From an optimization exercise on the open Yosys and OpenROAD flow, aimed at small area, a short achievable clock period and few clock cycles per item; shortcuts taken in it are not production practice. The RTL was checked by simulation tests, not by an equivalence proof against the original design. Power and IR drop assume default switching activity.

==> inputs of job 5482 <==
## ro_window
module ro_window (
    input  wire        clk,
    input  wire        rst,
    input  wire        rs_we,
    input  wire [3:0]  rs_idx,
    input  wire [23:0] rs_ci,
    input  wire [23:0] rs_cq,
    input  wire [23:0] rs_rad,
    input  wire        ns_we,
    input  wire [3:0]  ns_val,
    input  wire        win_valid,
    output wire        win_ready,
    input  wire [9:0]  win_int_len,
    input  wire [8:0]  win_len,
    input  wire [1:0]  win_spf,
    input  wire [5:0]  win_rshift,
    input  wire        win_strict,
    input  wire        win_verd,
    input  wire        frm_valid,
    output wire        frm_ready,
    input  wire [17:0] frm_di,
    input  wire [17:0] frm_dq,
    input  wire        frm_inv,
    output wire [7:0]  w_addr,
    input  wire [31:0] w_data,
    output reg         res_valid,
    output wire [23:0] res_ri,
    output wire [23:0] res_rq,
    output wire [10:0] res_inv_n,
    output reg  [3:0]  res_verdict
);
    reg [23:0] rci  [0:11];
    reg [23:0] rcq  [0:11];
    reg [23:0] rrad [0:11];
    reg [3:0]  ph;
    reg [3:0]  nstates;
    wire [3:0] ph_n = (ph >= 4'd11) ? 4'd0 : ph + 4'd1;
    function [3:0] ring_tag(input [3:0] p, input [3:0] phn);
        reg [3:0] v;
        begin
            v = (p >= phn) ? p - phn : p + 4'd12 - phn;
            if (v[0])
                ring_tag = 4'd6 + ((4'd11 - v) >> 1);
            else if (v == 4'd0)
                ring_tag = 4'd0;
            else
                ring_tag = (4'd12 - v) >> 1;
        end
    endfunction
    reg [11:0] wsel;
    reg [23:0] wci, wcq, wrad;
    wire [11:0] ohn;
    wire [15:0] dec = 16'd1 << rs_idx;
    wire [11:0] wsel_n;
    assign ohn[0] = (ph == 4'd10);
    assign ohn[1] = (ph >= 4'd11);
    assign ohn[2] = (ph == 4'd0);
    assign ohn[3] = (ph == 4'd1);
    assign ohn[4] = (ph == 4'd2);
    assign ohn[5] = (ph == 4'd3);
    assign ohn[6] = (ph == 4'd4);
    assign ohn[7] = (ph == 4'd5);
    assign ohn[8] = (ph == 4'd6);
    assign ohn[9] = (ph == 4'd7);
    assign ohn[10] = (ph == 4'd8);
    assign ohn[11] = (ph == 4'd9);
    assign wsel_n[0] = rs_we & ((dec[0] & ohn[0]) | (dec[1] & ohn[2]) | (dec[2] & ohn[4]) | (dec[3] & ohn[6]) | (dec[4] & ohn[8]) | (dec[5] & ohn[10]) | (dec[6] & ohn[1]) | (dec[7] & ohn[3]) | (dec[8] & ohn[5]) | (dec[9] & ohn[7]) | (dec[10] & ohn[9]) | (dec[11] & ohn[11]));
  ...
==> flow/config.mk <==
export PLATFORM = sky130hd
export DESIGN_NAME = ro_window
export DESIGN_NICKNAME = ro_window
export VERILOG_FILES = /design/flow/design.v
export SDC_FILE = /design/flow/constraint.sdc
export NUM_CORES = 4
export LEC_CHECK = 0
export CAP_MARGIN = 20
export CORE_MARGIN = 2
export CORE_UTILIZATION = 65
export SLEW_MARGIN = 20
==> flow/constraint.sdc <==
create_clock -name core_clock -period 17.5 [get_ports {clk}]
set_input_delay 3.5000 -clock core_clock [delete_from_list [all_inputs] [get_ports {clk}]]
set_output_delay 3.5000 -clock core_clock [all_outputs]
set_load 0.01 [all_outputs]
standard.sh (not shown) runs the stock make flow with config.mk's settings and CLKGATE_MAP_FILE= SYNTH_SCRIPT=/design/flow/synth_recipe.tcl, a recipe that flattens the netlist after the stock synthesis.
==> flow/flow/run.sh <==
#!/bin/bash
# Layout flow: the standard ORFS layout (standard.sh) at the design's clock period and
# SDC, with the standard synthesis unchanged. Differences from the standard flow:
#  - a larger SETUP_SLACK_MARGIN, so that ORFS's repair_timing keeps sizing and buffering
#    the critical paths past the point where they just meet the 17.5 ns clock;
#  - the port buffers that ORFS inserts on every input and output are buf_4 cells.
set -euo pipefail
cd "$(dirname "$0")/.."
bash standard.sh synth > synth.log 2>&1
bash standard.sh SETUP_SLACK_MARGIN=12.5 "BUFFER_PORTS_ARGS=-buffer_cell sky130_fd_sc_hd__buf_4" finish > layout.log 2>&1
test -s out/final.def
==> job 155: changes against job 5482 <==
--- a/flow/flow/run.sh
+++ b/flow/flow/run.sh
@@ -8,4 +8,4 @@
 cd "$(dirname "$0")/.."
 bash standard.sh synth > synth.log 2>&1
-bash standard.sh SETUP_SLACK_MARGIN=12.5 "BUFFER_PORTS_ARGS=-buffer_cell sky130_fd_sc_hd__buf_4" finish > layout.log 2>&1
+bash standard.sh SETUP_SLACK_MARGIN=13.0 "BUFFER_PORTS_ARGS=-buffer_cell sky130_fd_sc_hd__buf_4" finish > layout.log 2>&1
 test -s out/final.def
==> summary of the runs <==
- Clock power: job 5482 is lower than job 155 (about 2%).
- Against job 5482, the via count of job 155 is larger by about 1.4%.
- Of job 5482 and job 155, job 155 has the higher total power (gap about 1.2%, measured against job 155).
- Fmax: job 5482 is lower than job 155 (1.9%).
- Between job 5482 and job 155, the lower worst setup slack is in job 5482 (gap 0.095 ns).
- Synthesized area is the same in job 155 and job 5482.
- In sequential cell count, job 155 and job 5482 do not differ.
- Critical path depth is the same in job 155 and job 5482.
- In job 155 the hold slack is worse than in job 5482, by 0.0067 ns.
==> figures <==
quantity                                                                job 155      job 5482
Initial detailed-routing violation count                                   8474          8567
Multi-input combinational area share                                      48.9%         49.6%
Number of diodes added for antenna fixing                                     2             5
Highest cell delay on the worst timing path                             0.41 ns       0.45 ns
P_int                                                                   11.9 mW       11.8 mW
Critical Path End                                                     res_ri[9]     res_rq[6]
Skew final                                                            0.0889 ns     0.0869 ns
Flop+latch power                                                        6.68 mW       6.69 mW
Cell area reported after detailed placement                        113000 sq um  112000 sq um
Inverters excl. clock                                                      1349          1347
Register share of the cell area                                           34.9%         35.5%
CTS buffer count                                                            192           193
Vias in the first global route                                            77800         76800
Clock-cell share                                                          5.60%         5.59%
Number of antenna violations at the first check in global routing             4             2
Layout overhead on the synthesized area                                   11.3%         9.06%
Result of the run                                      timing/DRC/antenna clean  timing/DRC/antenna clean
Worst rel slew slack                                                      19.8%         23.5%
Sw power                                                                7.29 mW       7.18 mW
Testbench counts of job 5482, summed over its fixed seeds: cycles 156,570, windows 2,875.
Testbench counts of job 155, summed over its fixed seeds: cycles 156,570, windows 2,875.

==> what the ideal ports hide <==
The results above use ideal ports. As a check the final layouts listed here were re-extracted and re-timed, cells and wires unchanged.
Step 1: set_driving_cell puts a clkbuf_16 on clk and a buf_2 on each other input, an assumption about the parent block.
Step 2 adds t to the input delays and takes it off the output delays; t is the mean of the earliest and latest rising clock arrival at the registers after step 1. Input paths then give back, and output paths get back, about the clock's delay inside the block.
a / b / c = ideal / step 1 / step 2; a / b = the first two.
| run | t, ns | setup WS [ns] | cell pins on the clock port's net |
|---|---|---|---|
| job 5482 | 0.921 | 12.514 / 12.419 / 12.158 | 1 |
| job 155 | 0.924 | 12.609 / 12.515 / 12.262 | 1 |
After both steps every run listed still meets setup and hold. The setup slack of job 5482, which loses most, moves by -0.095 ns with the drivers and by -0.356 ns with both steps.
